Source: an optimization exercise on an open RTL-to-GDS flow (aim: small area, a short achievable clock period and few clock cycles per item). Production flows keep margins and buffers that such runs may drop. Only simulation tests tie the RTL to the original design; equivalence was not proved.

Setup of job 2182:
==> flow/design.v (excerpt) <==
module de_sha2_core (
    input  wire         clk,
    input  wire         rst,           
    input  wire         in_valid,
    output wire         in_ready,
    input  wire [31:0]  in_data,
    input  wire         in_last,       
    input  wire         in_mode,       
    output wire         out_valid,
    input  wire         out_ready,
    output wire [255:0] out_digest
);
clock: 10.0 ns
lec_check: 0
cap_margin: 20
core_margin: 2
core_utilization: 70
cts_buf_list: sky130_fd_sc_hd__clkbuf_16
cts_cluster_diameter: 60
cts_cluster_size: 25
place_density: 0.8
setup_slack_margin: 5.0
slew_margin: 20
standard.sh (not shown) runs the stock make flow with config.mk's settings and CLKGATE_MAP_FILE= SYNTH_SCRIPT=/design/flow/synth_recipe.tcl, a recipe that flattens the netlist after the stock synthesis.
==> flow/flow/run.sh <==
#!/bin/bash
# Layout flow: the standard ORFS layout (standard.sh, unchanged synthesis,
# floorplan, power grid, placement, CTS and routing) with two settings passed
# to ORFS through its own environment variables:
#  - the port buffers that ORFS inserts on every input and output use
#    sky130_fd_sc_hd__buf_1 instead of the cell buffer_ports picks by default;
#  - clock tree synthesis runs with the same options as the standard flow
#    (sink clustering, clock net repair, clkbuf_16, clusters of at most 25
#    sinks within 60 um) but without dummy loads.
# Every tool's output goes to standard.log here; ORFS also keeps its per-step
# logs under orfs/logs.
set -euo pipefail
cd "$(dirname "$0")/.."
export BUFFER_PORTS_ARGS="-buffer_cell sky130_fd_sc_hd__buf_1"
export CTS_ARGS="-sink_clustering_enable -repair_clock_nets -sink_clustering_size 25 -sink_clustering_max_diameter 60 -buf_list sky130_fd_sc_hd__clkbuf_16 -dont_use_dummy_load"
bash standard.sh > standard.log 2>&1
Job 2182 completed every stage of the flow, and the final layout passed the timing, design-rule and antenna checks.
Testbench counts of job 2182, summed over its fixed seeds: cycles 66,376, blocks 952.
diff inputs: job 2182 => job 4242
Settings: changing PLACE_DENSITY from 0.8 to 0.72; setting ABC_AREA to 1 for the first time; changing CORE_UTILIZATION from 70 to 60.
### Flow results
- Netlist area before placement delta (job 4242 -> job 2182): insignificant
- Fraction of area in multi-input gates (higher): job 2182
- NOTE: met3 usage in global routing in job 4242 falls short of that of job 2182
Changes in job 4898 relative to job 4242:
Settings: ABC_AREA removed (was 1).
--- outcome ---
No run among job 4898 and job 4242 stopped early or left any final violation; all are clean. Across both runs, worst hold slack was higher for job 4898 than for job 4242. Compared to job 4242, job 4898 has wire length of the first global-routing pass about 5.6% lower. Job 4898 contains fewer vias than job 4242. Diff job 4242 -> job 4898: cell area after placement essentially unchanged, total non-filler cell area in the finished layout up about 1.2%, final cell count now sits lower. Job 4898 against job 4242; number of inverters outside the clock class in the layout is down by more than a quarter. Job 4898 and job 4242 ended up with nearly the same synthesized area.
Input changes introduced in job 5942 (baseline for comparison: job 4898):
Settings: CTS_CLUSTER_DIAMETER changed from 60 to 75; CTS_CLUSTER_SIZE changed from 25 to 30; ABC_AREA newly set to 1.
-- flow/flow/run.sh --
<<< job 4898, line 8
#    (sink clustering, clock net repair, clkbuf_16, clusters of at most 25
#    sinks within 60 um) but without dummy loads.
>>> job 5942, line 8
#    (sink clustering, clock net repair, clkbuf_16, clusters of at most 30
#    sinks within 75 um) but without dummy loads.
<<< job 4898, line 15
export CTS_ARGS="-sink_clustering_enable -repair_clock_nets -sink_clustering_size 25 -sink_clustering_max_diameter 60 -buf_list sky130_fd_sc_hd__clkbuf_16 -dont_use_dummy_load"
>>> job 5942, line 15
export CTS_ARGS="-sink_clustering_enable -repair_clock_nets -sink_clustering_size 30 -sink_clustering_max_diameter 75 -buf_list sky130_fd_sc_hd__clkbuf_16 -dont_use_dummy_load"
Notes after the runs:
Post-layout minimum cycle time in job 5942 is 0.13 ns lower than in job 4898
Mean instance size in the synthesized netlist (higher): job 4898
The final reports for job 5942 and job 4898 show count of clock-buffer cells in the layout lower in the former.
Side by side, multiplexer share of the synthesized area turned out lower in job 5942 than in job 4898.
In job 5942, the final weighted congestion of routability-driven global placement came out 5.7% above the value in job 4898.
Setup slack in job 5942 is larger than in job 4898.

[re-timing with driven ports]
No port has a modelled driver above. Below, the same layouts with a new extraction and two added sets of constraints. Step 1 sets driving cells, clkbuf_16 on the clock port and buf_2 on the other inputs (assumed; they add their load-dependent delay and slew). Step 2, shift: input delay + t, output delay - t, t = (earliest + latest rising clock arrival at the registers) / 2. This alone moves slack from input paths to output paths. Three values: ideal ports, drivers, drivers and shift; two values: the first two.
run | t (ns) | slack for setup (ns) | hold slack, ns | clock arrival spread, ns | slew at the worst register clock pin (ns)
job 2182 | 0.679 | 4.865 / 4.865 / 4.865 | 0.281 / 0.281 / 0.281 | 0.061 / 0.062 | 0.10 / 0.10
job 4242 | 0.679 | 5.028 / 5.028 / 5.028 | 0.254 / 0.254 / 0.254 | 0.091 / 0.091 | 0.09 / 0.09
job 4898 | 0.682 | 4.919 / 4.919 / 4.919 | 0.264 / 0.264 / 0.264 | 0.075 / 0.075 | 0.10 / 0.10
job 5942 | 0.688 | 5.047 / 5.047 / 5.047 | 0.244 / 0.244 / 0.244 | 0.100 / 0.100 | 0.12 / 0.12
After both steps every run listed still meets setup and hold.
